From an optimization exercise on the open Yosys and OpenROAD flow, aimed at small area, a short achievable clock period and few clock cycles per item; shortcuts taken in it are not production practice.
In this exercise RTL edits were held to simulation tests only and were not proved equivalent to the original.
No activity file was given, so power comes from the tool's default toggle rates.

--- flow/flow/run.sh ---
#!/bin/bash
# The standard ORFS layout (the standard.sh, unchanged scripts and SDC),
# with timing repair asked to leave a setup margin of 8 ns at the design's
# 12 ns clock, so that the layout's achieved period comes out near 4 ns.
# make's full output goes to flow_make.log here; ORFS's own per-step logs
# stay under orfs/logs.
set -euo pipefail
bash standard.sh SETUP_SLACK_MARGIN=8 finish > flow_make.log 2>&1
--- flow/standard.sh ---
#!/bin/bash
# synth_recipe.tcl (not shown) runs the flow's synth.tcl, then flattens the netlist and writes it again
# the make line also repeats each setting of config.mk as NAME=value (left out here)
make -C /OpenROAD-flow-scripts/flow DESIGN_CONFIG=/design/flow/config.mk WORK_HOME=/design/flow/orfs CLKGATE_MAP_FILE= SYNTH_SCRIPT=/design/flow/synth_recipe.tcl "${@:-finish}"
--- flow/config.mk ---
export PLATFORM = sky130hd
export DESIGN_NAME = ryunt_rs_dec
export DESIGN_NICKNAME = ryunt_rs_dec
export VERILOG_FILES = /design/flow/design.v
export SDC_FILE = /design/flow/constraint.sdc
export NUM_CORES = 4
export LEC_CHECK = 0
export CAP_MARGIN = 20
export CORE_MARGIN = 2
export CORE_UTILIZATION = 60
export CTS_BUF_LIST = sky130_fd_sc_hd__clkbuf_16
export CTS_CLUSTER_DIAMETER = 60
export CTS_CLUSTER_SIZE = 24
export SLEW_MARGIN = 20
--- flow/constraint.sdc ---
create_clock -name core_clock -period 12.0 [get_ports {clk}]
set_input_delay 2.4000 -clock core_clock [delete_from_list [all_inputs] [get_ports {clk}]]
set_output_delay 2.4000 -clock core_clock [all_outputs]
set_load 0.01 [all_outputs]
--- flow/design.v ---
module ryunt_rs_dec (
  input  wire       clk,
  input  wire       rst,         
  input  wire       in_valid,
  output wire       in_ready,
  input  wire [7:0] in_data,
  input  wire       in_erase,
  output wire       out_valid,
  output wire [7:0] out_data,
  output wire       out_last,
  output wire       out_fail,
  output wire [2:0] out_ncorr
);
  localparam integer RING  = 135;
  localparam integer PORTS = 9;
  localparam integer SP    = 15;
  function [7:0] gf_mul(input [7:0] a, input [7:0] b);
    integer i;
    reg [7:0] p, aa;
    begin
      p  = 8'h00;
      aa = a;
      for (i = 0; i < 8; i = i + 1) begin
        if (b[i]) p = p ^ aa;
        aa = {aa[6:0], 1'b0} ^ (aa[7] ? 8'h1d : 8'h00);
      end
      gf_mul = p;
    end
  endfunction
  function [3:0] g4_mul(input [3:0] a, input [3:0] b);
    integer n; reg [3:0] p, aa;
    begin
      p = 4'h0; aa = a;
      for (n = 0; n < 4; n = n + 1) begin
        if (b[n]) p = p ^ aa;
        aa = {aa[2:0], 1'b0} ^ (aa[3] ? 4'h3 : 4'h0);
      end
      g4_mul = p;
    end
  endfunction
  function [3:0] g4_inv(input [3:0] a);
    case (a)
      4'h0: g4_inv = 4'h0;
      4'h1: g4_inv = 4'h1;
      4'h2: g4_inv = 4'h9;
      4'h3: g4_inv = 4'he;
      4'h4: g4_inv = 4'hd;
      4'h5: g4_inv = 4'hb;
      4'h6: g4_inv = 4'h7;
      4'h7: g4_inv = 4'h6;
      4'h8: g4_inv = 4'hf;
      4'h9: g4_inv = 4'h2;
      4'ha: g4_inv = 4'hc;
      4'hb: g4_inv = 4'h5;
      4'hc: g4_inv = 4'ha;
      4'hd: g4_inv = 4'h4;
      4'he: g4_inv = 4'h3;
      4'hf: g4_inv = 4'h8;
      default: g4_inv = 4'h0;
    endcase
  endfunction
  function [7:0] gf_inv(input [7:0] a);
    reg [7:0] c; reg [3:0] d, di; reg [7:0] e;
    begin
      c = {a[5], a[2] ^ a[5] ^ a[6], a[1] ^ a[3] ^ a[4], a[4] ^ a[7], a[3] ^ a[4] ^ a[5] ^ a[6], a[2] ^ a[4] ^ a[6], a[2] ^ a[3] ^ a[6] ^ a[7], a[0] ^ a[1] ^ a[2] ^ a[3] ^ a[4] ^ a[6] ^ a[7]};
      d = g4_mul(g4_mul(c[7:4], c[7:4]), 4'h8) ^ g4_mul(c[7:4], c[3:0]) ^ g4_mul(c[3:0], c[3:0]);
      di = g4_inv(d);
      e = {g4_mul(c[7:4], di), g4_mul(c[3:0] ^ c[7:4], di)};
      gf_inv = {e[2] ^ e[4] ^ e[6] ^ e[7], e[1] ^ e[3] ^ e[4] ^ e[6], e[7], e[2] ^ e[6] ^ e[7], e[1] ^ e[2] ^ e[4], e[1] ^ e[3] ^ e[4] ^ e[7], e[1] ^ e[4] ^ e[5] ^ e[6] ^ e[7], e[0] ^ e[2] ^ e[4] ^ e[5]};
    end
  endfunction
  function [11:0] gf_inv_a(input [7:0] a);
    reg [7:0] c; reg [3:0] d;
    begin
      c = {a[5], a[2] ^ a[5] ^ a[6], a[1] ^ a[3] ^ a[4], a[4] ^ a[7], a[3] ^ a[4] ^ a[5] ^ a[6], a[2] ^ a[4] ^ a[6], a[2] ^ a[3] ^ a[6] ^ a[7], a[0] ^ a[1] ^ a[2] ^ a[3] ^ a[4] ^ a[6] ^ a[7]};
      d = g4_mul(g4_mul(c[7:4], c[7:4]), 4'h8) ^ g4_mul(c[7:4], c[3:0]) ^ g4_mul(c[3:0], c[3:0]);
      gf_inv_a = {c, g4_inv(d)};
    end
  endfunction
  function [7:0] gf_inv_b(input [11:0] x);
    reg [7:0] e;
    begin
      e = {g4_mul(x[11:8], x[3:0]), g4_mul(x[7:4] ^ x[11:8], x[3:0])};
      gf_inv_b = {e[2] ^ e[4] ^ e[6] ^ e[7], e[1] ^ e[3] ^ e[4] ^ e[6], e[7], e[2] ^ e[6] ^ e[7], e[1] ^ e[2] ^ e[4], e[1] ^ e[3] ^ e[4] ^ e[7], e[1] ^ e[4] ^ e[5] ^ e[6] ^ e[7], e[0] ^ e[2] ^ e[4] ^ e[5]};
    end
  endfunction
  function [7:0] alpha_pow(input integer j);
    case (j)
      0: alpha_pow = 8'h01;
      1: alpha_pow = 8'h02;
      2: alpha_pow = 8'h04;
      3: alpha_pow = 8'h08;
      4: alpha_pow = 8'h10;
      5: alpha_pow = 8'h20;
      default: alpha_pow = 8'h40;
    endcase
  endfunction
  function [7:0] alpha_ipow(input integer j);
    case (j)
      0: alpha_ipow = 8'h01;
      1: alpha_ipow = 8'h8e;
      2: alpha_ipow = 8'h47;
      3: alpha_ipow = 8'had;
      4: alpha_ipow = 8'hd8;
      5: alpha_ipow = 8'h6c;
      default: alpha_ipow = 8'h36;
    endcase
  endfunction
  integer i, j;
  localparam [3:0] E_IDLE = 4'd0, E_BMD = 4'd1, E_BMC = 4'd2, E_BMU = 4'd3,
                   E_OM   = 4'd4, E_CHK = 4'd5, E_WAIT = 4'd6, E_CH = 4'd7,
                   E_FL   = 4'd8, E_POST = 4'd9;
  reg  [3:0] est, est_n;
  reg  [9:0] eoh;
  wire s_idle = eoh[0], s_bmd = eoh[1], s_bmc = eoh[2], s_bmu = eoh[3],
       s_om   = eoh[4], s_chk = eoh[5], s_wait = eoh[6], s_ch = eoh[7],
       s_fl   = eoh[8], s_post = eoh[9];
  reg  [8*RING-1:0] ring;
  reg  [3:0] dw_port, dr_port;     
  reg  [3:0] dw_off,  dr_off;      
  reg  [7:0] occ;                  
  reg        occ_full, occ_full1;    
  reg  [7:0] rd_cnt;               
  reg  [7:0] ib;                   
  reg        cap_pending;          
  reg        res_valid;            
  reg        rdy_q;                
  reg  [PORTS-1:0] wsel;           
  wire wr        = in_valid && rdy_q;
  wire aligned_r = (dr_off == 4'd0);
  wire rd_now    = aligned_r && ((rd_cnt != 8'd0) || res_valid);
  wire own       = !(s_idle || s_post);
  wire acc_busy  = cap_pending || own;
  assign in_ready = rdy_q;
  reg  [3:0] dw0_off, dw0_port, dr_off_n, dr_port_n;
  reg  [7:0] occ0, occ1, rd_cnt_n, ib1;
  reg        cap0, cap1, resv_n, post, consume, own_nc, rdnext, rdy0, rdy1;
  reg  [PORTS-1:0] wsel0, wsel1;
  wire       fastcond;
  always @* begin
    if (rd_now) begin
      dr_off_n = dr_off; dr_port_n = dr_port;
    end else if (dr_off == SP-1) begin
      dr_off_n = 4'd0; dr_port_n = (dr_port == PORTS-1) ? 4'd0 : dr_port + 4'd1;
    end else begin
      dr_off_n = dr_off + 4'd1; dr_port_n = dr_port;
    end
    rd_cnt_n = rd_now ? ((rd_cnt == 8'd133) ? 8'd0 : rd_cnt + 8'd1) : rd_cnt;
    consume  = rd_now && (rd_cnt == 8'd127);
    post     = !res_valid && ((s_idle && cap_pending && fastcond) || s_post);
    resv_n   = post || (res_valid && !consume);
    own_nc   = own || (s_idle && cap_pending && !fastcond);
    rdnext   = (dr_off_n == 4'd0) &&
               ((rd_now ? (rd_cnt != 8'd133) : (rd_cnt != 8'd0)) || resv_n);
    if (dw_off == SP-1) begin
      dw0_off = 4'd0; dw0_port = (dw_port == PORTS-1) ? 4'd0 : dw_port + 4'd1;
    end else begin
      dw0_off = dw_off + 4'd1; dw0_port = dw_port;
    end
    occ0 = occ - {7'd0, rd_now};
    occ1 = occ + 8'd1 - {7'd0, rd_now};
    ib1  = (ib == 8'd133) ? 8'd0 : ib + 8'd1;
    cap0 = cap_pending && !s_idle;
    cap1 = cap0 || (ib == 8'd133);
    rdy0 = (dw0_off == 4'd0) && (!(occ_full && !rd_now) || rdnext) &&
           !((ib != 8'd0) && (cap0 || own_nc));
    rdy1 = (dw_off == 4'd0) &&
           (!((occ_full1 && !rd_now) || (occ_full && rd_now)) || rdnext) &&
           !((ib1 != 8'd0) && (cap1 || own_nc));
    for (i = 0; i < PORTS; i = i + 1) begin
      wsel0[i] = rdy0 && (dw0_port == i);
      wsel1[i] = rdy1 && (dw_port == i);
    end
  end
  always @(posedge clk) begin
    ring <= {ring[8*RING-9:0], ring[8*RING-1 -: 8]};
    for (i = 0; i < PORTS; i = i + 1)
      if (in_valid && wsel[i]) ring[8*i*SP +: 8] <= in_data;
  end
  reg [7:0] tap;
  always @* begin
    tap = ring[8*(RING-1) +: 8];
    for (i = 1; i < PORTS; i = i + 1)
      if (dr_port == i) tap = ring[8*(i*SP-1) +: 8];
  end
  always @(posedge clk) begin
    if (rst) begin
      dw_port <= 4'd0; dw_off <= 4'd0;
      dr_port <= 4'd0; dr_off <= 4'd0;
      occ <= 8'd0;
      occ_full <= 1'b0; occ_full1 <= 1'b0;
      ib  <= 8'd0;
      rd_cnt <= 8'd0;
      cap_pending <= 1'b0;
      res_valid <= 1'b0;
      rdy_q <= 1'b0;
      wsel  <= {PORTS{1'b0}};
    end else begin
      if (!wr) begin
        dw_port <= dw0_port; dw_off <= dw0_off;
      end
      dr_port <= dr_port_n; dr_off <= dr_off_n;
      occ <= wr ? occ1 : occ0;
      occ_full  <= wr ? (occ1 == RING) : (occ0 == RING);
      occ_full1 <= wr ? (occ1 == RING - 1) : (occ0 == RING - 1);
      if (wr) ib <= ib1;
      rd_cnt <= rd_cnt_n;
      cap_pending <= wr ? cap1 : cap0;
      res_valid <= resv_n;
      rdy_q <= wr ? rdy1 : rdy0;
      wsel  <= wr ? wsel1 : wsel0;
    end
  end
  reg [7:0] sacc [0:5];    
  reg [7:0] gacc [1:6];    
  reg [2:0] ecnt;          
  reg       b0_pend, b0_e;
  reg [7:0] b0_d;
  reg [7:0] Q [1:6];       
  reg [7:0] acc, dbinv;     
  reg       lc;
  reg [3:0] blen;
  reg [2:0] r, li, si, oj;
  reg [2:0] r_n, li_n, si_n, oj_n;
  reg [6:0] li_oh;         
  reg [5:0] si_oh, oj_oh;
  reg [7:0] k;
  reg [2:0] nfound, ldeg_q;
  reg       efail, fast;
  reg [1:0] fl;
  reg       pend;                        
  reg [7:0] pd_om, pd_odd;
  reg       p1v, p2v;
  reg [7:0] p1pos, p1om, p1odd, p2pos, p2om, p2inv;
  reg       p15v, dbupd;
  reg [7:0] p15pos, p15om;
  reg       res_fail;
  reg [2:0] res_ncorr, res_n;
  reg [7:0] cpos [0:5];
  reg [7:0] cval [0:5];
  function [7:0] selS(input [2:0] x);
    case (x)
      3'd0: selS = sacc[0]; 3'd1: selS = sacc[1]; 3'd2: selS = sacc[2];
      3'd3: selS = sacc[3]; 3'd4: selS = sacc[4]; 3'd5: selS = sacc[5];
      default: selS = 8'h00;
    endcase
  endfunction
  reg [7:0] tg [0:6];
  reg [7:0] bs [0:5];
  reg [2:0] ec0;
  reg       er, first;
  always @* begin
    first = (ib == 8'd0);
    for (j = 0; j < 6; j = j + 1)
      bs[j] = b0_pend ? b0_d : sacc[j];
    tg[0] = 8'h01;
    for (j = 1; j < 7; j = j + 1)
      tg[j] = first ? 8'h00 :
              b0_pend ? ((j == 1 && b0_e) ? alpha_pow(1) : 8'h00) :
              gf_mul(gacc[j], alpha_pow(j));
    ec0 = first ? 3'd0 : b0_pend ? {2'd0, b0_e} : ecnt;
    er  = in_erase && (ec0 != 3'd7);
  end
  assign fastcond = (ecnt == 3'd7) ||
                    ((sacc[0] == 8'h00) && (sacc[1] == 8'h00) && (sacc[2] == 8'h00) &&
                     (sacc[3] == 8'h00) && (sacc[4] == 8'h00) && (sacc[5] == 8'h00));
  reg [7:0] oL0, oL1, oS0, oS1, oQ0, oQ1;
  always @* begin
    oL0 = 8'h00; oL1 = 8'h00; oS0 = 8'h00; oS1 = 8'h00; oQ0 = 8'h00; oQ1 = 8'h00;
    for (j = 1; j < 7; j = j + 1) begin
      oL0 = oL0 | ({8{li_oh[j]}} & gacc[j]);           
      oL1 = oL1 | ({8{li_oh[j-1]}} & gacc[j]);         
      oQ0 = oQ0 | ({8{li_oh[j]}} & Q[j]);              
      if (j < 6) oQ1 = oQ1 | ({8{li_oh[j+1]}} & Q[j]);  
    end
    for (j = 0; j < 6; j = j + 1) begin
      oS0 = oS0 | ({8{si_oh[j]}} & sacc[j]);           
      if (j < 5) oS1 = oS1 | ({8{si_oh[j+1]}} & sacc[j]);  
    end
  end
  wire       s_dot = s_bmd || s_om;
  wire [7:0] ma1 = ({8{s_dot}} & oL0) | ({8{s_bmc || s_bmu}} & acc) |
                   ({8{!(s_dot || s_bmc || s_bmu)}} & p2om);
  wire [7:0] mb1 = ({8{s_dot}} & oS0) | ({8{s_bmc}} & dbinv) | ({8{s_bmu}} & oQ0) |
                   ({8{!(s_dot || s_bmc || s_bmu)}} & p2inv);
  wire [7:0] ma2 = ({8{s_dot}} & oL1) | ({8{s_bmu}} & acc);
  wire [7:0] mb2 = ({8{s_dot}} & oS1) | ({8{s_bmu}} & oQ1);
  wire [7:0] mp1 = gf_mul(ma1, mb1);
  wire [7:0] mp2 = gf_mul(ma2, mb2);
  wire [7:0]  inv_in = s_bmc ? acc : p1odd;
  reg  [11:0] inva;
  always @(posedge clk) inva <= gf_inv_a(inv_in);
  wire [7:0]  inv_out = gf_inv_b(inva);
  reg [7:0] N [1:6];
  reg [7:0] N2 [1:6];
  reg [7:0] NU [1:5];
  reg [7:0] NU2 [1:5];
  reg [7:0] lsum1, odd1, osum1, lsum2, odd2, osum2;
  always @* begin
    for (j = 1; j < 7; j = j + 1) begin
      N[j]  = gf_mul(gacc[j], alpha_ipow(j));
      N2[j] = gf_mul(N[j], alpha_ipow(j));
    end
    for (j = 1; j < 6; j = j + 1) begin
      NU[j]  = gf_mul(sacc[j], alpha_ipow(j));
      NU2[j] = gf_mul(NU[j], alpha_ipow(j));
    end
    lsum1 = 8'h01; odd1 = 8'h00; lsum2 = 8'h01; odd2 = 8'h00;
    for (j = 1; j < 7; j = j + 1) begin
      lsum1 = lsum1 ^ gacc[j];
      lsum2 = lsum2 ^ N[j];
      if (j % 2 == 1) begin
        odd1 = odd1 ^ gacc[j];
        odd2 = odd2 ^ N[j];
      end
    end
    osum1 = sacc[0]; osum2 = sacc[0];
    for (j = 1; j < 6; j = j + 1) begin
      osum1 = osum1 ^ sacc[j];
      osum2 = osum2 ^ NU[j];
    end
  end
  wire root1 = (lsum1 == 8'h00);
  wire root2 = (lsum2 == 8'h00) && (k != 8'd0);
  wire rootx = root1 || root2;
  wire nz1   = (osum1 != 8'h00) && (odd1 != 8'h00);
  wire nz2   = (osum2 != 8'h00) && (odd2 != 8'h00);
  wire [2:0] nfound_n = nfound + {2'd0, root1} + {2'd0, root2};
  reg  need1, need2, kle1;     
  wire ch_done = kle1 || ((root1 && root2) ? need2 : (root1 || root2) ? need1 : 1'b0);
  reg [2:0] ldeg;
  always @* begin
    ldeg = 3'd0;
    for (j = 1; j < 7; j = j + 1)
      if (gacc[j] != 8'h00) ldeg = j[2:0];
  end
  wire chk_fail = ({1'b0, ldeg, 1'b0} > 5'd6 + {2'b00, ecnt}) || ({1'b0, ldeg} != blen);
  wire lc_now = ({blen, 1'b0} <= {2'b00, r} - 5'd1 + {2'b00, ecnt});
  wire [2:0] bm_top = (r == 3'd6) ? 3'd6 : r;
  wire bmd_last = (li + 3'd2 > r - 3'd1);
  wire om_last  = (li + 3'd2 > oj);
  wire next_iter = (s_bmc && acc == 8'h00) || (s_bmu && li <= 3'd2);
  always @* begin
    li_n = li; si_n = si; oj_n = oj; r_n = r;
    if (s_idle && cap_pending) begin
      oj_n = 3'd5; r_n = ecnt + 3'd1; li_n = 3'd1;
      si_n = (ecnt == 3'd6) ? 3'd4 : ecnt - 3'd1;
    end
    if (s_bmd) begin li_n = li + 3'd2; si_n = si - 3'd2; end
    if (s_bmc) li_n = (acc == 8'h00) ? 3'd1 : bm_top;
    if (s_bmu) li_n = (li <= 3'd2) ? 3'd1 : li - 3'd2;
    if (next_iter) begin r_n = r + 3'd1; si_n = (r == 3'd6) ? 3'd4 : r - 3'd1; end
    if (s_om) begin
      if (om_last) begin oj_n = oj - 3'd1; li_n = 3'd1; si_n = oj - 3'd2; end
      else begin li_n = li + 3'd2; si_n = si - 3'd2; end
    end
  end
  always @(posedge clk) begin
    li <= li_n; si <= si_n; oj <= oj_n; r <= r_n;
    for (i = 0; i < 7; i = i + 1) li_oh[i] <= (li_n == i);
    for (i = 0; i < 6; i = i + 1) begin
      si_oh[i] <= (si_n == i);
      oj_oh[i] <= (oj_n == i);
    end
  end
  always @* begin
    est_n = est;
    case (est)
      E_IDLE: if (cap_pending) begin
        if (fastcond)          est_n = res_valid ? E_POST : E_IDLE;
        else if (ecnt == 3'd6) est_n = E_OM;
        else if (ecnt == 3'd0) est_n = E_BMC;
        else                   est_n = E_BMD;
      end
      E_BMD: if (bmd_last) est_n = E_BMC;
      E_BMC: if (acc == 8'h00) est_n = (r == 3'd6) ? E_OM : E_BMD;
             else              est_n = E_BMU;
      E_BMU: if (li <= 3'd2)   est_n = (r == 3'd6) ? E_OM : E_BMD;
      E_OM:  if (om_last && oj == 3'd1) est_n = E_CHK;
      E_CHK: est_n = (chk_fail || ldeg == 3'd0) ? E_POST : E_WAIT;
      E_WAIT: if (!res_valid) est_n = E_CH;
      E_CH:  if (!pend && ch_done) est_n = E_FL;
      E_FL:  if (fl == 2'd3) est_n = E_POST;
      E_POST: if (!res_valid) est_n = E_IDLE;
      default: est_n = E_IDLE;
    endcase
  end
  always @(posedge clk) begin
    if (rst) begin
      est <= E_IDLE;
      eoh <= 10'd1;
    end else begin
      est <= est_n;
      for (i = 0; i < 10; i = i + 1) eoh[i] <= (est_n == i);
    end
  end
  always @(posedge clk) begin
    p15v   <= p1v;
    p15pos <= p1pos;
    p15om  <= p1om;
    p2v   <= p15v;
    p2pos <= p15pos;
    p2om  <= p15om;
    p2inv <= inv_out;
    dbupd <= s_bmc && (acc != 8'h00) && lc_now;
    if (dbupd) dbinv <= inv_out;
    if (p2v) begin
      cpos[res_n] <= p2pos;
      cval[res_n] <= mp1;
      res_n <= res_n + 3'd1;
    end
    p1v <= 1'b0;
    if (pend) begin
      p1v    <= 1'b1;
      p1pos  <= k + 8'd1;
      p1om   <= pd_om;
      p1odd  <= pd_odd;
    end else if (s_ch) begin
      p1v    <= rootx;
      p1pos  <= root1 ? k : k - 8'd1;
      p1om   <= root1 ? osum1 : osum2;
      p1odd  <= root1 ? odd1 : odd2;
    end
    pend   <= s_ch && !pend && root1 && root2;
    pd_om  <= osum2;
    pd_odd <= odd2;
    if (wr) begin
      if (first && acc_busy) begin
        b0_pend <= 1'b1;
        b0_d    <= in_data;
        b0_e    <= in_erase;
      end else begin
        b0_pend <= 1'b0;
        for (j = 0; j < 6; j = j + 1)
          sacc[j] <= (first ? 8'h00 : gf_mul(bs[j], alpha_pow(j))) ^ in_data;
        for (j = 1; j < 7; j = j + 1)
          gacc[j] <= tg[j] ^ (er ? tg[j-1] : 8'h00);
        ecnt <= ec0 + {2'd0, er};
      end
    end
    if (s_idle && cap_pending) begin
      Q[1] <= 8'h01;
      for (j = 2; j < 7; j = j + 1) Q[j] <= gacc[j-1];
      blen  <= {1'b0, ecnt};
      dbinv <= 8'h01;
      efail <= (ecnt == 3'd7);
      fast  <= 1'b1;
      acc <= selS(ecnt);
      if (post) begin
        res_fail  <= (ecnt == 3'd7);
        res_n     <= 3'd0;
        res_ncorr <= 3'd0;
      end
    end
    if (s_bmd) begin
      acc <= acc ^ mp1 ^ mp2;
    end
    if (s_bmc) begin
      if (acc == 8'h00) begin
        Q[1] <= 8'h00;
        for (j = 2; j < 7; j = j + 1) Q[j] <= Q[j-1];
      end else begin
        acc <= mp1;
        lc <= lc_now;
        if (lc_now)
          blen  <= {1'b0, r} + {1'b0, ecnt} - blen;
      end
    end
    if (s_bmu) begin
      for (j = 1; j < 7; j = j + 1) begin
        if (li_oh[j]) gacc[j] <= gacc[j] ^ mp1;
        if (j < 6 && li_oh[j+1]) gacc[j] <= gacc[j] ^ mp2;
        if (j >= 2 && (li_oh[j-1] || li_oh[j])) Q[j] <= lc ? gacc[j-1] : Q[j-1];
      end
      if (li_oh[1] || li_oh[2]) Q[1] <= lc ? 8'h01 : 8'h00;
    end
    if (next_iter) acc <= selS(r);
    if (s_om) begin
      for (j = 1; j < 6; j = j + 1)
        if (oj_oh[j]) sacc[j] <= sacc[j] ^ mp1 ^ mp2;
    end
    if (s_chk) begin
      ldeg_q <= ldeg;
      efail  <= chk_fail;
      fast   <= 1'b1;
    end
    if (s_wait && !res_valid) begin
      res_n     <= 3'd0;
      res_ncorr <= 3'd0;
      nfound    <= 3'd0;
      k         <= 8'd133;
      kle1      <= 1'b0;
      need1     <= (ldeg_q == 3'd1);
      need2     <= (ldeg_q == 3'd2);
      fl        <= 2'd0;
    end
    if (s_ch && !pend) begin
      nfound <= nfound_n;
      need1  <= (nfound_n + 3'd1 == ldeg_q);
      need2  <= (nfound_n + 3'd2 == ldeg_q);
      kle1   <= (k <= 8'd3);
      res_ncorr <= res_ncorr + {2'd0, root1 && nz1} + {2'd0, root2 && nz2};
      for (j = 1; j < 7; j = j + 1) gacc[j] <= N2[j];
      for (j = 1; j < 6; j = j + 1) sacc[j] <= NU2[j];
      k <= k - 8'd2;
    end
    if (s_fl) begin
      fl    <= fl + 2'd1;
      efail <= (nfound != ldeg_q);
      fast  <= 1'b0;
    end
    if (s_post && post) begin
      res_fail <= efail;
      if (fast) begin
        res_n     <= 3'd0;
        res_ncorr <= 3'd0;
      end
    end
    if (rst) begin
      b0_pend <= 1'b0;
      p1v  <= 1'b0;
      p15v <= 1'b0;
      p2v  <= 1'b0;
      dbupd <= 1'b0;
      pend <= 1'b0;
    end
  end
  reg [7:0] corr;
  always @* begin
    corr = 8'h00;
    for (i = 0; i < 6; i = i + 1)
      if (i < res_n && cpos[i] == rd_cnt) corr = corr ^ cval[i];
  end
  reg       ov, ol, of;
  reg [7:0] od;
  reg [2:0] onc;
  always @(posedge clk) begin
    if (rst) ov <= 1'b0;
    else     ov <= rd_now && (rd_cnt < 8'd128);
    od  <= tap ^ (res_fail ? 8'h00 : corr);
    ol  <= (rd_cnt == 8'd127);
    of  <= res_fail;
    onc <= res_fail ? 3'd0 : res_ncorr;
  end
  assign out_valid = ov;
  assign out_data  = od;
  assign out_last  = ol;
  assign out_fail  = of;
  assign out_ncorr = onc;
endmodule
==> results of run 1 <==
## flip-flops by register name (all words and copies together), names as in the netlist, 9 cells and up
name,cells
gacc,48
eoh,10
Q,48
inva,12
sacc,48
ring,1080
cval,48
wsel,9
cpos,48
## final timing paths
kind                                from       to  slack [ps]  cells after the start
worst min register to register  p15om[0]  p2om[0]         290                      0
worst max register to register  li_oh[5]   acc[5]        7930                     12
worst max-delay path            li_oh[5]   acc[5]        7930                     12
worst min-delay path            p15om[0]  p2om[0]         290                      0
## cells in the mapped netlist (31+ instances only)
cell         n
ha_1       104
nor2_1     463
o211ai_1    34
buf_2       57
and2_1      49
clkbuf_1   239
buf_1       46
nor3_1      59
and3_1      31
nand2_1    439
nor4_1      42
a22oi_1    159
mux2_2      80
mux2i_1     79
a21oi_1    231
a31oi_1     61
o21ai_0    198
a211oi_1    62
inv_1      138
nand3_1     71
dfxtp_1   1426
xnor2_1    578
xnor3_1     64
o22ai_1     91
edfxtp_1   164
xor2_1     243
## critical path, delay by kind of cell (launching register included)
kind,cells,cell delay [ps]
AOI/OAI and AO/OA,4,940
DFF,1,410
buffers and inverters,1,170
xor gates and xnor gates,5,1960
and+or+nand+nor,2,410
## layer usage
layer | up-vias | part of all wire
met5 | - | 0.00012
met4 | 4 | 0.060
met3 | 675 | 0.11
met2 | 2515 | 0.41
met1 | 21060 | 0.42
li1 | 20000 | -
## layout make-up
cell class	instances	area, um2	share of cell area
Timing Repair Buffer	295	3037	0.04328
Tap cell	1368	1712	0.02440
Inverter	154	626.9	0.008935
Sequential cell	1590	33640	0.4795
Multi-Input combinational cell	3651	27710	0.3950
Clock buffer	105	2628	0.03745
Clock inverter	62	804.5	0.01147
## stage by stage
| stage | instances | instance area, um2 | utilization |
|---|---|---|---|
| after floorplan | 5769 | 61840 | - |
| after global placement | 6896 | 63000 | 0.6183 |
| after detailed placement | 6896 | 63000 | 0.6183 |
| after CTS | 7151 | 68500 | 0.6723 |
| after global routing | 7225 | 70160 | 0.6886 |
| final | 7225 | 70160 | 0.6886 |
## logic make-up after synthesis
| kind of cell | count (synthesis) |
|---|---|
| xor gates and xnor gates | 907 |
| DFF | 1590 |
| AOI/OAI and AO/OA | 1151 |
| and+or+nand+nor | 1321 |
| buffers and inverters | 530 |
| adders and majority gates | 110 |
| muxes | 160 |
## timing repair
action / CTS / global route
gates cloned: 6 / 11
pin swaps: 42 / 69
endpoints found under the hold margin: 0 / 0
resized for setup: 289 / 187
buffers inserted: 82 / 62
endpoints found under the setup margin: 183 / 111
## where the power goes
part	internal, mW	switching (mW)
Combinational	0.759	1.01
Sequential	5.49	0.242
Clock	1.71	1.96
Total	7.96	3.21
==> implementation parameters, run 1 <==
Parameter                              Value

Clock tree
  Clock-pin transition on the worst setup and hold timing paths ... roughly 80 ps
  CTS tree ... yes
  Clk sinks ... ~1600
  Clk Latency, worst-skew pair ... roughly 730 ps
  Number of buffers inserted during clock tree synthesis ... roughly 100
  H-tree depth ... 3
  CTS Root Buffer Type ... clkbuf_16
  Number of buffers on the longest clock path ... 3
  Number of hold-repair buffers added at the cts stage ... 0

Synthesis
  Area share of the largest cell type after synthesis ... 0.4621
  Synth area leaders ... dfxtp_1, xnor2_1, edfxtp_1
  Basic-gate share of the synthesized area counting and, or, nand and nor cells ... 0.09695
  Post-synth top area cell ... dfxtp_1
  Post-synthesis mux area share ... 0.02761
  Post-synth EDFFs ... ~160
  Number of distinct library cells after synthesis ... ~110
  Flop and latch count out of synthesis ... around 1600
  Largest family of logic cells by synthesized area ... XOR/XNOR gates
  Most common flop cell mapped by yosys ... dfxtp_1
  Synthesized-area fraction occupied by ao, oa, aoi and oai cells ... 0.1265
  Synthesized instance count ... just under 6000
  Share of synthesized area occupied by flip-flops and latches ... 0.5418
  Yosys warning count ... 11
  Syn nets ... approximately 6000
  Post-Synthesis Cell Area ... about 0.062 mm2
  Adder-cell share of the synthesized area ... 0.02301
  Post-synthesis xor/xnor area fraction ... 0.1471
  FFs w/ async S/R, synth ... 0
  Synthesized area per cell ... ~11 um2

Run status
  Status ... complete, no violations

Global route
  GR Layer Usage met2 ... 0.4664
  Top Usage Layer GRT ... met2
  Wire length of the first global-routing pass ... 261.7 mm
  GRT Total Usage ... 0.3272
  GRT met3 Usage ... 0.08860
  Number of antenna violations at the first check in global routing ... 6
  Largest net degree at the start of global routing ... 67
  Vias in the first global route ... slightly above 40000
  GR Util met1 ... 0.4586
  GR Overflow Total ... 0

Floorplan
  Num ports ... 27
  X dimension of the die ... 324.9 um
  Die area ... roughly 0.11 mm2
  Height of the die ... ~320 um
  Core box area ... just over 0.1 mm2
  Starting density of the core ... 0.6063
  # rows ... 117

Pwr
  Largest voltage drop on the vdd net ... 0.2096 mV
  P per Cell Area ... approximately 160 mW/mm2
  Static Leakage ... ~27 nW
  Total Power ... ~11 mW

Setup path
  Crit path kind ... reg -> reg
  Worst Setup Start Kind ... flip-flop
  Cell-by-cell trace of the critical path ... buf_12 > a222oi_1 > a21oi_4 > or2_4 > nand2_2 > xnor3_1 > xnor3_1 > xnor3_2 > xnor3_4 > xor2_1 > a211oi_1 > a311oi_1
  Cell with the largest stage delay on the worst path ... xnor3_4
  Critical Path Sink Type ... flip-flop
  Worst endpoint required time ... ~13000 ps
  Peak per-stage delay on the critical path ... 630 ps
  CP max FO ... 6
  Arrival time worst endpoint ... between 4000 and 5000 ps
  Most frequent cell on the critical path ... xnor3_1

Timing
  # setup viols final ... 0
  Measured slew at the worst slew-check pin ... roughly 1200 ps
  TNS Setup ... 0 ps
  Minimum hold slack ... roughly 290 ps
  Final Max Tran Viols ... 0
  Post-route minimum period ... 4073 ps
  Unrepaired setup endpoints after global routing ... yes
  Hold violation count in the final report ... 0
  Worst rel slew slack ... 0.2074
  Layout Skew ... 48.28 ps
  Minimum setup slack in the final design ... approximately 7900 ps
  Post-route clock period utilization ... 0.3394
  Max Clk Rate ... 245.5 MHz

Cells and area
  Antenna diode instance count ... 0
  Total Nets Final ... a little under 6000
  Highest-count cells in the layout ignoring fill and taps ... dfxtp_1, xnor2_1, nor2_1
  Leading cell type in the layout, fill and taps excluded ... dfxtp_1
  Layout fillers ... 7680
  P&R area growth vs syn ... 13.57%
  Fraction of final layout cells sized beyond drive strength 1 ... 0.1502

Placed design
  Half-perimeter wire length after placement ... 119.1 mm
  Buffers on Ports ... 26
  Routability congestion estimate ... just under 1
  Worst Setup Slack post-DPL ... about 6300 ps

Route
  Final routed wire length divided by cell count ... approximately 25 um
  Antenna viol nets, final ... 0
  Vias ... about 44000
  Post-DR vias/cell ... roughly 6.1
  Drt first pass iters ... 13
  Count of unresolved DRC violations after routing ... 0
  Final wirelength ... 180.2 mm
  DRC violation total after the first TritonRoute iteration ... 5346

Flow run
  Max Cap Violations ... 0

Worst hold path
  Class of the most critical hold timing path ... reg -> reg
Testbench counts, summed over its fixed seeds: cycles 268,705, items 1,600.
==> run 2, diff against run 1 <==
--- a/flow/flow/run.sh
+++ b/flow/flow/run.sh
@@ -6,3 +6,3 @@
 # stay under orfs/logs.
 set -euo pipefail
-bash standard.sh SETUP_SLACK_MARGIN=8 finish > flow_make.log 2>&1
+bash standard.sh SETUP_SLACK_MARGIN=7.5 finish > flow_make.log 2>&1
==> implementation parameters, run 2 <==
Parameter                              Value

Synthesis
  Synthesized area per cell ... about 11 um2
  Post-synth EDFFs ... approximately 160
  Area share of the largest cell type after synthesis ... 0.4621
  Synth cell count leaders ... dfxtp_1, xnor2_1, nor2_1
  FFs w/ async S/R, synth ... 0
  Post-Synthesis Cell Area ... around 0.062 mm2
  Syn nets ... 5891
  Number of distinct library cells after synthesis ... about 110
  Synthesized instance count ... around 5800
  Post-synth top area cell ... dfxtp_1
  Most common flop cell mapped by yosys ... dfxtp_1
  Most common cell in the netlist ... dfxtp_1
  Share of synthesized area occupied by flip-flops and latches ... 0.5418
  Synth area leaders ... dfxtp_1, xnor2_1, edfxtp_1
  Flop and latch count out of synthesis ... between 1500 and 2000
  Yosys warning count ... 11

Route
  Vias ... 43100
  Antenna viol nets, final ... 0
  DRC violation total after the first TritonRoute iteration ... about 5300
  Count of unresolved DRC violations after routing ... 0
  Post-DR vias/cell ... around 6.1
  Final routed wire length divided by cell count ... between 20 and 25 um
  Drt first pass iters ... 11
  Final wirelength ... between 150 and 200 mm

Floorplan
  Starting density of the core ... 0.6063
  Die area ... 0.1055 mm2
  X dimension of the die ... 324.9 um
  Core box area ... 0.1019 mm2
  Num ports ... 27
  # rows ... around 120
  Height of the die ... 324.9 um

Setup path
  Critical Path Sink Type ... flip-flop
  Peak per-stage delay on the critical path ... roughly 700 ps
  CP top delay family ... XOR/XNOR gates
  Arrival time worst endpoint ... ~5000 ps
  Crit path kind ... reg -> reg
  Worst endpoint required time ... between 10000 and 15000 ps
  Cell-by-cell trace of the critical path ... a222oi_1 > a21oi_1 > nor2_1 > nor2_1 > xnor3_1 > xnor3_1 > xnor3_4 > xnor3_4 > buf_12 > xnor2_1 > o211ai_1 > o21ai_0
  Cell with the largest stage delay on the worst path ... dfxtp_1
  Worst Setup Start Kind ... flip-flop
  CP max FO ... 10
  WP buf/inv ... 1

Pwr
  Switching part of the total ... 0.2816
  Static Leakage ... around 26 nW
  P per Cell Area ... about 160 mW/mm2
  Clk pwr share ... 0.336
  Net switching component of the power ... just over 3 mW
  Sequential power share ... 0.523
  Power share of the combinational group ... 0.141
  Largest voltage drop on the vdd net ... about 0.16 mV
  Internal Dissipation ... 7.853 mW

Run status
  Status ... complete, no violations

Timing
  Post-route minimum period ... roughly 4500 ps
  # setup viols final ... 0
  Measured slew at the worst slew-check pin ... 1172 ps
  Minimum hold slack ... just over 300 ps
  Minimum setup slack in the final design ... 7518 ps
  Post-route clock period utilization ... 0.3735
  Hold violation count in the final report ... 0
  TNS Setup ... 0 ps
  Max Clk Rate ... around 220 MHz
  Unrepaired setup endpoints after global routing ... yes
  Worst rel slew slack ... 0.2107
  Final Max Tran Viols ... 0
  Layout Skew ... 47.65 ps

Clock tree
  CTS tree ... yes
  Number of buffers inserted during clock tree synthesis ... 103
  Clk sinks ... between 1500 and 2000
  H-tree depth ... 3
  CTS Root Buffer Type ... clkbuf_16
  Clock-pin transition on the worst setup and hold timing paths ... 90 ps
  Number of buffers on the longest clock path ... 3
  Clk Latency, worst-skew pair ... 720 ps

Global route
  Number of antenna violations at the first check in global routing ... 2
  Wire length of the first global-routing pass ... between 200 and 300 mm
  GR Overflow Total ... 0
  Largest net degree at the start of global routing ... 65
  GRT Total Usage ... 0.3206
  Vias in the first global route ... roughly 40000

Cells and area
  Highest-count cells in the layout ignoring fill and taps ... dfxtp_1, xnor2_1, nor2_1
  Leading cell type in the layout, fill and taps excluded ... dfxtp_1
  Register containing the most flip-flops in the final layout ... ring
  Total Nets Final ... between 5000 and 6000
  Largest register FFs ... between 1000 and 1500
  P&R area growth vs syn ... 9.078%
  Fraction of final layout cells sized beyond drive strength 1 ... 0.1029

Flow run
  Max Cap Violations ... 0

Worst hold path
  Class of the most critical hold timing path ... reg -> reg

Placed design
  Worst Setup Slack post-DPL ... 6465 ps
  Half-perimeter wire length after placement ... 118.1 mm
  Routability congestion estimate ... ~1.0
  Buffers on Ports ... 26
-- run 2: final cells by class --
class | instances | area, um2
fill | 8038 | 34500
multi-input combinational | 3652 | 26580
antenna | 2 | 5.005
inverter | 154 | 609.3
clock buffer | 106 | 2653
clock inverter | 57 | 798.3
tap | 1368 | 1712
sequential | 1590 | 33540
timing repair buffer | 172 | 1479
-- run 2: repair_timing --
| item | in CTS | in global routing |
|---|---|---|
| resized for setup | 76 | 80 |
| hold buffers | 0 | 0 |
| endpoints found under the setup margin | 128 | 68 |
| gates cloned | 3 | 0 |
| pin swaps | 5 | 17 |
| setup buffers | 8 | 33 |
-- run 2: final timing paths --
kind	end	startpoint	depth (start not counted)	slack (ps)
max	sacc[5][5]	sacc[2][0]	12	7520
min	ring[422]	ring[414]	0	310
max reg2reg	sacc[5][5]	sacc[2][0]	12	7520
min reg2reg	ring[422]	ring[414]	0	310
-- run 2: worst register-to-register path, delay by kind of cell, from the launching register on --
family / cells / cell delay (ps)
xor+xnor: 5 / 2010
compound gates: 4 / 950
flops: 1 / 720
simple gates: 2 / 470
buf+inv: 1 / 200
-- run 2: stage by stage --
stage | std cells | instance area (um2) | total power [mW] | util
after global routing | 7099 | 67380 | 11.30 | 0.6613
after floorplan | 5769 | 61780 | 6.837 | -
after detailed placement | 6892 | 62940 | 7.249 | 0.6177
final | 7101 | 67380 | 10.93 | 0.6614
after CTS | 7066 | 66810 | 10.90 | 0.6557
after global placement | 6892 | 62940 | 7.228 | 0.6177
-- run 2: logic make-up (layout without fill, tap and decap cells) --
kind of cell	count (synthesis)	after routing	share of synthesized area
flops	1590	1590	0.5418
simple gates	1321	1324	0.09695
compound gates	1151	1151	0.1265
xor+xnor	907	907	0.1471
buf+inv	530	489	0.03698
mux	160	160	0.02761
fa+ha+maj	110	110	0.02301
other cells	0	2	0
-- run 2: power by group through the flow --
stage | clock, mW | sequential, mW | combinational [mW]
after floorplan | 0 | 5.66 | 1.18
after global placement | 0 | 5.82 | 1.41
after detailed placement | 0 | 5.82 | 1.43
after CTS | 3.75 | 5.70 | 1.46
after global routing | 3.93 | 5.72 | 1.64
final | 3.67 | 5.71 | 1.54
-- run 2: routing by layer --
layer | global-route usage | wire, um | vias up
met2 | 0.4654 | 72340 | 2126
met4 | 0.1434 | 8542 | 0
met3 | 0.07714 | 17370 | 524
li1 | - | - | 19730
met1 | 0.4546 | 74930 | 20720
met5 | 0 | 0 | -
==> run 3, diff against run 2 <==
--- a/flow/design.v
+++ b/flow/design.v
@@ -129,5 +129,7 @@
   wire wr        = in_valid && rdy_q;
   wire aligned_r = (dr_off == 4'd0);
-  wire rd_now    = aligned_r && ((rd_cnt != 8'd0) || res_valid);
+  wire pipe_empty;
+  reg  pend, p1v, p15v, p2v;       
+  wire rd_now    = aligned_r && ((rd_cnt != 8'd0) || (res_valid && pipe_empty));
   wire own       = !(s_idle || s_post);
   wire acc_busy  = cap_pending || own;
@@ -152,5 +154,6 @@
     own_nc   = own || (s_idle && cap_pending && !fastcond);
     rdnext   = (dr_off_n == 4'd0) &&
-               ((rd_now ? (rd_cnt != 8'd133) : (rd_cnt != 8'd0)) || resv_n);
+               ((rd_now ? (rd_cnt != 8'd133) : (rd_cnt != 8'd0)) ||
+                (resv_n && !(pend || p1v || p15v || s_ch)));
     if (dw_off == SP-1) begin
       dw0_off = 4'd0; dw0_port = (dw_port == PORTS-1) ? 4'd0 : dw_port + 4'd1;
@@ -229,9 +232,7 @@
   reg       efail, fast;
   reg [1:0] fl;
-  reg       pend;                        
   reg [7:0] pd_om, pd_odd;
-  reg       p1v, p2v;
   reg [7:0] p1pos, p1om, p1odd, p2pos, p2om, p2inv;
-  reg       p15v, dbupd;
+  reg       dbupd;
   reg [7:0] p15pos, p15om;
   reg       res_fail;
@@ -336,8 +337,11 @@
   end
   wire chk_fail = ({1'b0, ldeg, 1'b0} > 5'd6 + {2'b00, ecnt}) || ({1'b0, ldeg} != blen);
+  assign pipe_empty = !(pend || p1v || p15v || p2v);
   wire lc_now = ({blen, 1'b0} <= {2'b00, r} - 5'd1 + {2'b00, ecnt});
   wire [2:0] bm_top = (r == 3'd6) ? 3'd6 : r;
   wire bmd_last = (li + 3'd2 > r - 3'd1);
   wire om_last  = (li + 3'd2 > oj);
+  wire om_done  = s_om && om_last && (oj == 3'd1);
+  wire [2:0] ldeg_cur = s_wait ? ldeg_q : ldeg;
   wire next_iter = (s_bmc && acc == 8'h00) || (s_bmu && li <= 3'd2);
   always @* begin
@@ -377,9 +381,8 @@
              else              est_n = E_BMU;
       E_BMU: if (li <= 3'd2)   est_n = (r == 3'd6) ? E_OM : E_BMD;
-      E_OM:  if (om_last && oj == 3'd1) est_n = E_CHK;
-      E_CHK: est_n = (chk_fail || ldeg == 3'd0) ? E_POST : E_WAIT;
+      E_OM:  if (om_last && oj == 3'd1)
+               est_n = (chk_fail || ldeg == 3'd0) ? E_POST : res_valid ? E_WAIT : E_CH;
       E_WAIT: if (!res_valid) est_n = E_CH;
-      E_CH:  if (!pend && ch_done) est_n = E_FL;
-      E_FL:  if (fl == 2'd3) est_n = E_POST;
+      E_CH:  if (!pend && ch_done) est_n = E_POST;
       E_POST: if (!res_valid) est_n = E_IDLE;
       default: est_n = E_IDLE;
@@ -480,10 +483,10 @@
         if (oj_oh[j]) sacc[j] <= sacc[j] ^ mp1 ^ mp2;
     end
-    if (s_chk) begin
+    if (om_done) begin
       ldeg_q <= ldeg;
       efail  <= chk_fail;
       fast   <= 1'b1;
     end
-    if (s_wait && !res_valid) begin
+    if ((om_done && !res_valid) || (s_wait && !res_valid)) begin
       res_n     <= 3'd0;
       res_ncorr <= 3'd0;
@@ -491,7 +494,6 @@
       k         <= 8'd133;
       kle1      <= 1'b0;
-      need1     <= (ldeg_q == 3'd1);
-      need2     <= (ldeg_q == 3'd2);
-      fl        <= 2'd0;
+      need1     <= (ldeg_cur == 3'd1);
+      need2     <= (ldeg_cur == 3'd2);
     end
     if (s_ch && !pend) begin
@@ -504,9 +506,8 @@
       for (j = 1; j < 6; j = j + 1) sacc[j] <= NU2[j];
       k <= k - 8'd2;
-    end
-    if (s_fl) begin
-      fl    <= fl + 2'd1;
-      efail <= (nfound != ldeg_q);
-      fast  <= 1'b0;
+      if (ch_done) begin
+        efail <= (nfound_n != ldeg_q);
+        fast  <= 1'b0;
+      end
     end
     if (s_post && post) begin
--- a/flow/flow/run.sh
+++ b/flow/flow/run.sh
@@ -6,3 +6,3 @@
 # stay under orfs/logs.
 set -euo pipefail
-bash standard.sh SETUP_SLACK_MARGIN=7.5 finish > flow_make.log 2>&1
+bash standard.sh SETUP_SLACK_MARGIN=8.2 finish > flow_make.log 2>&1
==> implementation parameters, run 3 <==
Parameter                              Value

Synthesis
  Largest family of logic cells by synthesized area ... XOR/XNOR gates
  Synthesized instance count ... 5687
  Most common cell in the netlist ... dfxtp_1
  Number of distinct library cells after synthesis ... slightly below 100
  Share of synthesized area occupied by flip-flops and latches ... 0.5520
  Post-synthesis xor/xnor area fraction ... 0.1438
  Basic-gate share of the synthesized area counting and, or, nand and nor cells ... 0.09130
  Most common flop cell mapped by yosys ... dfxtp_1
  Syn nets ... slightly below 6000
  Synthesized area per cell ... 10.63 um2
  Post-synth EDFFs ... roughly 160
  Adder-cell share of the synthesized area ... 0.02310
  Post-Synthesis Cell Area ... 0.06044 mm2
  Post-synth top area cell ... dfxtp_1
  FFs w/ async S/R, synth ... 0
  Yosys warning count ... 11
  Area share of the largest cell type after synthesis ... 0.4720
  Flop and latch count out of synthesis ... 1586
  Synth cell count leaders ... dfxtp_1, xnor2_1, nor2_1
  Synthesized-area fraction occupied by ao, oa, aoi and oai cells ... 0.1290
  Post-synthesis mux area share ... 0.02735
  Synth area leaders ... dfxtp_1, xnor2_1, edfxtp_1

Setup path
  Arrival time worst endpoint ... about 4600 ps
  Critical Path Sink Type ... flip-flop
  Cell-by-cell trace of the critical path ... inv_1 > buf_4 > a31oi_1 > nor3b_4 > buf_4 > a21oi_1 > xnor2_1 > xnor2_1 > xnor3_1 > buf_4 > xnor2_1 > buf_4 > o311ai_0 > a21oi_1 > a21oi_1
  Most frequent cell on the critical path ... buf_4
  CP max FO ... 29
  Worst endpoint required time ... 12670 ps
  Peak per-stage delay on the critical path ... 660 ps
  Cell with the largest stage delay on the worst path ... a31oi_1
  Worst Setup Start Kind ... flip-flop
  Crit path kind ... reg -> reg

Placed design
  Half-perimeter wire length after placement ... 110.0 mm
  Buffers on Ports ... 26
  Standard cell area after detailed placement ... approximately 0.062 mm2
  Routability congestion estimate ... around 0.98

Floorplan
  # rows ... between 100 and 150
  Die area ... 0.1033 mm2
  Height of the die ... 321.4 um
  Core box area ... between 0.1 and 0.15 mm2
  X dimension of the die ... 321.4 um
  Num ports ... 27
  Starting density of the core ... 0.6043

Route
  Count of unresolved DRC violations after routing ... 0
  Drt first pass iters ... 10
  DRC violation total after the first TritonRoute iteration ... 5265
  Post-DR vias/cell ... roughly 6.1
  Final routed wire length divided by cell count ... 24.27 um
  Antenna viol nets, final ... 0
  Vias ... about 43000
  Final wirelength ... 172.9 mm

Timing
  Post-route clock period utilization ... 0.3311
  Max Clk Rate ... about 250 MHz
  Measured slew at the worst slew-check pin ... between 1000 and 1500 ps
  Hold violation count in the final report ... 0
  TNS Setup ... 0 ps
  Unrepaired setup endpoints after global routing ... yes
  Final Max Tran Viols ... 0
  Post-route minimum period ... 3974 ps
  # setup viols final ... 0
  Worst rel slew slack ... 0.2115
  Layout Skew ... roughly 67 ps

Clock tree
  Clk Latency, worst-skew pair ... approximately 740 ps
  Number of hold-repair buffers added at the cts stage ... 0
  H-tree depth ... 3
  Number of buffers on the longest clock path ... 3
  Clk sinks ... approximately 1600
  CTS Root Buffer Type ... clkbuf_16
  CTS tree ... yes
  Clock-pin transition on the worst setup and hold timing paths ... around 90 ps
  Number of buffers inserted during clock tree synthesis ... 104

Global route
  GR Overflow Total ... 0
  Vias in the first global route ... between 30000 and 40000
  Wire length of the first global-routing pass ... ~250 mm
  GRT Total Usage ... 0.3203
  Largest net degree at the start of global routing ... 65
  Number of antenna violations at the first check in global routing ... 2

Flow run
  Max Cap Violations ... 0

Cells and area
  Layout fillers ... between 7000 and 8000
  Register containing the most flip-flops in the final layout ... ring
  Final core utilization ... 0.6957
  Largest register FFs ... 1080
  Fraction of final layout cells sized beyond drive strength 1 ... 0.1676
  Leading cell type in the layout, fill and taps excluded ... dfxtp_1
  Total Nets Final ... 5883
  Highest-count cells in the layout ignoring fill and taps ... dfxtp_1, xnor2_1, nor2_1
  Design area ... approximately 0.070 mm2
  P&R area growth vs syn ... 15.11%

Worst hold path
  Class of the most critical hold timing path ... reg -> reg

Pwr
  P per Cell Area ... between 150 and 200 mW/mm2
  Largest voltage drop on the vdd net ... between 0.1 and 0.15 mV
  Static Leakage ... 26.86 nW

Run status
  Status ... complete, no violations
==> run 3: cell families (layout without fill, tap and decap cells) <==
group | Yosys count | count (layout)
other | 0 | 1
AO/OA/AOI/OAI | 1194 | 1194
flip-flops | 1586 | 1586
AND/OR/NAND/NOR | 1219 | 1222
buffers and inverters | 506 | 640
XOR/XNOR | 920 | 921
adder cells (fa/ha/maj) | 108 | 108
multiplexers | 154 | 154
==> run 3: worst max-delay path, delay by kind of cell (launching register included) <==
kind | cells | cell delay (ps)
xor+xnor | 4 | 870
buf+inv | 5 | 1010
simple gates | 1 | 150
flops | 1 | 470
compound gates | 5 | 1360
==> run 3: worst paths after layout <==
| check | startpoint | to | cells past startpoint | slack, ps |
|---|---|---|---|---|
| setup / recovery | eoh[3] | sacc[2][1] | 15 | 8030 |
| hold / removal | ring[990] | ring[998] | 0 | 320 |
| setup reg to reg | eoh[3] | sacc[2][1] | 15 | 8030 |
| hold reg to reg | ring[990] | ring[998] | 0 | 320 |
==> run 3: final cells by class <==
type	instances	area, um2	share of cell area
well taps	1298	1624	0.02334
repair buffers	343	3364	0.04836
flip-flops and latches	1586	33570	0.4825
clock buffers	105	2628	0.03777
clock inverters	63	818.3	0.01176
multi-input cells	3599	27040	0.3887
diodes	1	2.502	0.00003597
inverters	129	521.8	0.007500
==> run 3: through the flow <==
step | power, mW | hold WS, ps | setup WS [ps] | std cells
floorplan | 7.661 | 309.6 | 8195 | 5687
finish | 12.41 | 324.2 | 8026 | 7124
global route | 12.83 | 322.1 | 7980 | 7123
detailed placement | 8.307 | 312.1 | 5837 | 6728
global placement | 8.279 | 309.7 | 5885 | 6728
CTS | 12.14 | 321.2 | 8070 | 7009
==> run 3: power by group <==
part	total, mW	switching [mW]	internal, mW
clock	3.69	1.97	1.72
combinational	2.81	1.55	1.26
sequential	5.91	0.366	5.55
==> run 3: repair_timing <==
item                                    in CTS  in global routing
gates cloned                                 7                  7
buffers inserted                           106                107
resized for setup                          293                288
pin swaps                                   54                116
endpoints found under the setup margin     223                133
endpoints found under the hold margin        0                  0
==> run 3: layer usage <==
metal / track usage / vias up / share of wire / wire, um
li1: - / 19730 / - / -
met1: 0.4343 / 20520 / 0.41 / 70480
met2: 0.4827 / 2322 / 0.43 / 73750
met3: 0.06668 / 690 / 0.099 / 17160
met4: 0.1691 / 2 / 0.067 / 11510
met5: 0 / - / 0.000075 / 13
Testbench counts of run 3, summed over its fixed seeds: cycles 266,110, items 1,600.
==> run 4, diff against run 3 <==
--- a/flow/flow/run.sh
+++ b/flow/flow/run.sh
@@ -6,3 +6,3 @@
 # stay under orfs/logs.
 set -euo pipefail
-bash standard.sh SETUP_SLACK_MARGIN=8.2 finish > flow_make.log 2>&1
+bash standard.sh SETUP_SLACK_MARGIN=8 finish > flow_make.log 2>&1
--- a/flow/config.mk
+++ b/flow/config.mk
@@ -12,3 +12,4 @@
 export CTS_CLUSTER_DIAMETER = 60
 export CTS_CLUSTER_SIZE = 24
+export GPL_TIMING_DRIVEN = 1
 export SLEW_MARGIN = 20
==> implementation parameters, run 4 <==
Parameter                              Value

Clock tree
  H-tree depth ... 3
  Clk Latency, worst-skew pair ... around 730 ps
  Number of buffers inserted during clock tree synthesis ... between 100 and 150
  Clk sinks ... between 1500 and 2000
  Number of buffers on the longest clock path ... 3
  Number of hold-repair buffers added at the cts stage ... 0
  Clock-pin transition on the worst setup and hold timing paths ... 90 ps
  CTS Root Buffer Type ... clkbuf_16
  CTS tree ... yes

Worst hold path
  Class of the most critical hold timing path ... reg -> reg
  Launch point of the worst hold path ... ring[931]

Synthesis
  Most common flop cell mapped by yosys ... dfxtp_1
  Flop and latch count out of synthesis ... 1586
  Post-synth EDFFs ... ~160
  Most common cell in the netlist ... dfxtp_1
  Post-synth top area cell ... dfxtp_1
  Post-Synthesis Cell Area ... just over 0.06 mm2
  Synthesized area per cell ... about 11 um2
  Share of synthesized area occupied by flip-flops and latches ... 0.5520
  Number of distinct library cells after synthesis ... 97
  Area share of the largest cell type after synthesis ... 0.4720
  Yosys warning count ... 11
  Synth cell count leaders ... dfxtp_1, xnor2_1, nor2_1
  Synth area leaders ... dfxtp_1, xnor2_1, edfxtp_1
  FFs w/ async S/R, synth ... 0
  Syn nets ... 5807
  Synthesized instance count ... 5687

Global route
  Wire length of the first global-routing pass ... between 200 and 300 mm
  GRT Total Usage ... 0.3317
  Largest net degree at the start of global routing ... 96
  GR Overflow Total ... 0
  Number of antenna violations at the first check in global routing ... 9
  Vias in the first global route ... slightly below 40000

Route
  Final wirelength ... between 150 and 200 mm
  Final routed wire length divided by cell count ... roughly 25 um
  Post-DR vias/cell ... 6.100
  Antenna viol nets, final ... 0
  DRC violation total after the first TritonRoute iteration ... approximately 5700
  Count of unresolved DRC violations after routing ... 0
  Vias ... between 40000 and 50000
  Drt first pass iters ... 16

Cells and area
  Design area ... roughly 0.07 mm2
  Total Nets Final ... 5813
  P&R area growth vs syn ... 13.16%
  Highest-count cells in the layout ignoring fill and taps ... dfxtp_1, xnor2_1, nor2_1
  Leading cell type in the layout, fill and taps excluded ... dfxtp_1
  Layout fillers ... ~7500
  Register containing the most flip-flops in the final layout ... ring
  Fraction of final layout cells sized beyond drive strength 1 ... 0.1434
  Largest register FFs ... between 1000 and 1500

Setup path
  Worst endpoint required time ... approximately 13000 ps
  Worst setup path start ... eoh[2]
  Arrival time worst endpoint ... roughly 4700 ps
  CP max FO ... 7
  Worst Setup Start Kind ... flip-flop
  Worst reg2reg startpoint ... eoh[2]
  Crit path kind ... reg -> reg
  Critical Path Sink Type ... flip-flop

Placed design
  Standard cell area after detailed placement ... slightly above 0.06 mm2
  Half-perimeter wire length after placement ... 116.2 mm
  Buffers on Ports ... 26
  Routability congestion estimate ... between 1 and 1.5

Timing
  Measured slew at the worst slew-check pin ... 1257 ps
  # setup viols final ... 0
  Final Max Tran Viols ... 0
  Layout Skew ... just over 40 ps
  Post-route minimum period ... between 4000 and 5000 ps
  Max Clk Rate ... between 200 and 250 MHz
  Hold violation count in the final report ... 0
  Unrepaired setup endpoints after global routing ... yes
  Worst rel slew slack ... 0.1530
  TNS Setup ... 0 ps
  Post-route clock period utilization ... 0.3344

Pwr
  Switching part of the total ... 0.3182
  Internal Dissipation ... about 8.4 mW
  Power share of the combinational group ... 0.223
  Net switching component of the power ... between 3 and 4 mW
  P per Cell Area ... 181.0 mW/mm2
  Largest voltage drop on the vdd net ... about 0.18 mV
  Clk pwr share ... 0.301
  Sequential power share ... 0.476
  Static Leakage ... 26.36 nW

Flow run
  Max Cap Violations ... 0

Floorplan
  # rows ... roughly 120
  Core box area ... roughly 0.1 mm2
  Starting density of the core ... 0.6043
  Height of the die ... between 300 and 400 um
  Num ports ... 27
  X dimension of the die ... around 320 um
  Die area ... between 0.1 and 0.15 mm2

Run status
  Status ... complete, no violations
## run 4: final timing paths
kind / to / slack [ps] / depth (start not counted)
max reg2reg: sacc[2][4] / 7990 / 17
min: ring[939] / 290 / 0
max: sacc[2][4] / 7990 / 17
min reg2reg: ring[939] / 290 / 0
## run 4: timing repair
item / CTS / global route
pin swaps: 44 / 67
gates resized for setup: 215 / 221
setup endpoints to repair: 207 / 119
cloned: 3 / 10
setup buffers: 54 / 84
## run 4: metrics by stage
stage / instances / worst slack, ps / power [mW] / hold slack (ps) / utilization
after CTS: 6959 / 7957 / 12.16 / 278.9 / 0.6656
after floorplan: 5687 / 7991 / 7.655 / 309.6 / -
after global routing: 7053 / 7921 / 12.77 / 275.1 / 0.6838
after global placement: 6732 / 6468 / 8.357 / 309.6 / 0.6164
after detailed placement: 6732 / 6418 / 8.366 / 312.1 / 0.6164
final: 7057 / 7987 / 12.38 / 293.0 / 0.6839
## run 4: cell type report
type | instances | area (um2) | share of cell area
Inverter | 129 | 510.5 | 0.007465
Sequential cell | 1586 | 33490 | 0.4897
Tap cell | 1298 | 1624 | 0.02375
Timing Repair Buffer | 272 | 2756 | 0.04031
Clock buffer | 108 | 2703 | 0.03952
Multi-Input combinational cell | 3598 | 26500 | 0.3875
Antenna cell | 4 | 10.01 | 0.0001464
Clock inverter | 62 | 794.5 | 0.01162
## run 4: power by group through the flow
stage	clock network, mW	logic, mW	registers [mW]
finish	3.72	2.76	5.90
global route	3.98	2.89	5.90
CTS	3.79	2.52	5.85
detailed placement	0	2.40	5.96
global placement	0	2.39	5.96
floorplan	0	1.92	5.73
## run 4: critical path, stage by stage, from the launching register on
cell      delay [ps]
dfxtp_4          360
buf_12           130
nor4_4            50
buf_6            130
buf_8            140
buf_6            140
a221oi_4         370
xnor3_1          400
buf_4            170
xnor2_4          240
nor2_2            80
xnor2_2          190
xnor3_4          670
xor2_4           210
buf_12           160
xnor2_1          120
a211o_1          290
o21ai_0           70
## run 4: cell families (layout without fill, tap and decap cells)
group / after synthesis / count (layout) / share of synthesized area
AOI/OAI and AO/OA: 1194 / 1194 / 0.1290
buffers and inverters: 506 / 571 / 0.03333
muxes: 154 / 154 / 0.02735
other: 0 / 4 / 0
and+or+nand+nor: 1219 / 1219 / 0.09130
xor gates and xnor gates: 920 / 923 / 0.1438
adders and majority gates: 108 / 108 / 0.02310
DFF: 1586 / 1586 / 0.5520
## run 4: per-layer routing
layer,up-vias,share of wire,global-route usage
met1,20390,0.42,0.4696
met5,-,0.00021,0
met3,620,0.12,0.08865
met2,2456,0.41,0.4730
met4,6,0.054,0.1524
li1,19580,-,-
==> run 5, diff against run 4 <==
--- a/flow/config.mk
+++ b/flow/config.mk
@@ -12,4 +12,3 @@
 export CTS_CLUSTER_DIAMETER = 60
 export CTS_CLUSTER_SIZE = 24
-export GPL_TIMING_DRIVEN = 1
 export SLEW_MARGIN = 20
==> implementation parameters, run 5 <==
Parameter                              Value

Setup path
  Critical Path Sink Type ... flip-flop
  Cell-by-cell trace of the critical path ... buf_12 > nor4_4 > buf_6 > buf_8 > buf_6 > a221oi_4 > xnor3_1 > buf_4 > xnor2_4 > nor2_2 > xnor2_2 > xnor3_4 > xor2_4 > buf_12 > xnor2_1 > a211o_1 > o21ai_0
  Worst reg2reg startpoint ... eoh[2]
  Worst endpoint required time ... about 13000 ps
  Worst Setup Start Kind ... flip-flop
  Cell with the largest stage delay on the worst path ... xnor3_4
  CP max FO ... 7
  Endpoint of the worst-slack reg-to-reg timing path ... sacc[2][4]
  Worst setup path start ... eoh[2]
  Peak per-stage delay on the critical path ... between 600 and 700 ps
  Arrival time worst endpoint ... roughly 4700 ps
  Crit path kind ... reg -> reg
  Logic depth of the worst register-to-register path ... 17
  Setup slack, reg-to-reg ... about 8000 ps

Global route
  GR Overflow Total ... 0
  Number of antenna violations at the first check in global routing ... 9
  Vias in the first global route ... ~40000
  Wire length of the first global-routing pass ... about 260 mm
  Largest net degree at the start of global routing ... between 90 and 100
  GRT Total Usage ... 0.3317

Clock tree
  Number of buffers on the longest clock path ... 3
  CTS Root Buffer Type ... clkbuf_16
  Clk Latency, worst-skew pair ... roughly 730 ps
  Clk sinks ... between 1500 and 2000
  Clock-pin transition on the worst setup and hold timing paths ... around 90 ps
  H-tree depth ... 3
  Number of hold-repair buffers added at the cts stage ... 0
  CTS tree ... yes
  Number of buffers inserted during clock tree synthesis ... approximately 110

Placed design
  Routability congestion estimate ... 1.001
  Buffers on Ports ... 26
  Half-perimeter wire length after placement ... around 120 mm

Timing
  Final Max Tran Viols ... 0
  Measured slew at the worst slew-check pin ... 1257 ps
  Unrepaired setup endpoints after global routing ... yes
  Layout Skew ... between 40 and 50 ps
  Post-route minimum period ... around 4000 ps
  Max Clk Rate ... between 200 and 250 MHz
  Hold violation count in the final report ... 0
  # setup viols final ... 0
  Worst rel slew slack ... 0.1530
  Post-route clock period utilization ... 0.3344
  TNS Setup ... 0 ps

Synthesis
  Flop and latch count out of synthesis ... roughly 1600
  Most common flop cell mapped by yosys ... dfxtp_1
  Synthesized instance count ... around 5700
  Yosys warning count ... 11
  Most common cell in the netlist ... dfxtp_1
  Post-Synthesis Cell Area ... 0.06044 mm2
  Synth cell count leaders ... dfxtp_1, xnor2_1, nor2_1
  Share of synthesized area occupied by flip-flops and latches ... 0.5520
  Post-synth top area cell ... dfxtp_1
  Synthesized area per cell ... approximately 11 um2
  Area share of the largest cell type after synthesis ... 0.4720
  Synth area leaders ... dfxtp_1, xnor2_1, edfxtp_1
  Number of distinct library cells after synthesis ... 97
  Syn nets ... slightly below 6000
  Post-synth EDFFs ... about 160
  FFs w/ async S/R, synth ... 0

Cells and area
  Reg area ... between 0.03 and 0.04 mm2
  Total area of multi-input combinational cells ... 0.02650 mm2
  Fraction of final layout cells sized beyond drive strength 1 ... 0.1434
  Final core utilization ... 0.6839
  Highest-count cells in the layout ignoring fill and taps ... dfxtp_1, xnor2_1, nor2_1
  Leading cell type in the layout, fill and taps excluded ... dfxtp_1
  Largest register FFs ... 1080
  Total Nets Final ... between 5000 and 6000
  P&R area growth vs syn ... 13.16%
  Register containing the most flip-flops in the final layout ... ring
  Layout fillers ... ~7500

Route
  Post-DR vias/cell ... a little over 6
  Drt first pass iters ... 16
  Final routed wire length divided by cell count ... approximately 25 um
  Vias ... between 40000 and 50000
  Antenna viol nets, final ... 0
  DRC violation total after the first TritonRoute iteration ... ~5700
  Count of unresolved DRC violations after routing ... 0
  Final wirelength ... around 180 mm

Pwr
  Static Leakage ... about 26 nW
  Switching part of the total ... 0.3182
  Clk pwr share ... 0.301
  P per Cell Area ... between 150 and 200 mW/mm2
  Largest voltage drop on the vdd net ... ~0.18 mV
  Internal Dissipation ... between 8 and 9 mW
  Net switching component of the power ... around 3.9 mW
  Sequential power share ... 0.476
  Power share of the combinational group ... 0.223

Floorplan
  Die area ... between 0.1 and 0.15 mm2
  # rows ... between 100 and 150
  Starting density of the core ... 0.6043
  Core box area ... roughly 0.10 mm2
  Num ports ... 27
  Height of the die ... around 320 um
  X dimension of the die ... approximately 320 um

Run status
  Status ... complete, no violations

Flow run
  Max Cap Violations ... 0

Worst hold path
  Class of the most critical hold timing path ... reg -> reg
  Launch point of the worst hold path ... ring[931]
  Hold worst-path end ... ring[939]
  Hold path depth ... 0
[run 5: cell counts after synthesis]
No cell type changed its count.
[run 5: worst max-delay path by stage]
stage	end	slack, ps	cells past startpoint
floorplan	sacc[2][1]	7990	9
global placement	gacc[6][3]	6470	8
detailed placement	gacc[6][3]	6420	8
CTS	inva[2]	7960	20
global route	sacc[2][4]	7920	18
finish	sacc[2][4]	7990	17
[run 5: power groups by stage]
| stage | registers, mW | logic, mW | clock network (mW) |
|---|---|---|---|
| after global routing | 5.90 | 2.89 | 3.98 |
| final | 5.90 | 2.76 | 3.72 |
| after floorplan | 5.73 | 1.92 | 0 |
| after CTS | 5.85 | 2.52 | 3.79 |
| after detailed placement | 5.96 | 2.40 | 0 |
| after global placement | 5.96 | 2.39 | 0 |
[run 5: worst max-delay path, delay by kind of cell (launching register included)]
family / cells / cell delay (ps)
buffers and inverters: 6 / 870
DFF: 1 / 360
AOI/OAI and AO/OA: 3 / 730
xor gates and xnor gates: 6 / 1830
and+or+nand+nor: 2 / 130
[run 5: stage by stage]
step	cells	area, um2	power [mW]	hold slack [ps]	worst slack [ps]
6_report	7057	68390	12.38	293.0	7987
5_1_grt	7053	68380	12.77	275.1	7921
4_1_cts	6959	66560	12.16	278.9	7957
3_5_place_dp	6732	61640	8.366	312.1	6418
3_3_place_gp	6732	61640	8.357	309.6	6468
2_1_floorplan	5687	60460	7.655	309.6	7991
[run 5: cell families after synthesis]
logic type | after synthesis | synth area share
compound gates | 1194 | 0.1290
simple gates | 1219 | 0.09130
mux | 154 | 0.02735
fa+ha+maj | 108 | 0.02310
buf+inv | 506 | 0.03333
flops | 1586 | 0.5520
xor+xnor | 920 | 0.1438
[run 5: final cells by class]
| type | instances | share of cell area |
|---|---|---|
| diodes | 4 | 0.0001464 |
| clock buffers | 108 | 0.03952 |
| clock inverters | 62 | 0.01162 |
| inverters | 129 | 0.007465 |
| multi-input cells | 3598 | 0.3875 |
| flip-flops and latches | 1586 | 0.4897 |
| well taps | 1298 | 0.02375 |
| repair buffers | 272 | 0.04031 |
[run 5: repair_timing]
item                                    CTS  global route
buffers inserted                         54            84
gates cloned                              3            10
gates resized for setup                 215           221
pin swaps                                44            67
endpoints found under the setup margin  207           119
[run 5: metal layers]
metal	track usage	share of wire
met5	0	0.00021
met4	0.1524	0.054
met3	0.08865	0.12
met2	0.4730	0.41
met1	0.4696	0.42

re-timing with driven ports:
Ports are ideal in the flow. The routed layouts listed here were re-timed in OpenROAD.
Step 1, drivers: a clkbuf_16 drives clk and a buf_2 each remaining input, both assumed.
Step 2, shift: input delay + t, output delay - t, t = (earliest + latest rising clock arrival at the registers) / 2. This alone moves slack from input paths to output paths.
a / b / c = no drivers / after step 1 / after step 2; a / b = the first two.
run | t, ns | setup slack, ns | latest minus earliest clock arrival (ns)
run 1 | 0.784 | 7.927 / 7.927 / 7.315 | 0.056 / 0.056
run 2 | 0.768 | 7.518 / 7.518 / 7.024 | 0.048 / 0.048
run 3 | 0.786 | 8.026 / 8.026 / 7.521 | 0.069 / 0.068
run 4 | 0.791 | 7.987 / 7.971 / 7.217 | 0.041 / 0.042
run 5 | 0.791 | 7.987 / 7.971 / 7.217 | 0.041 / 0.042
After both steps setup and hold are still met in every run listed.
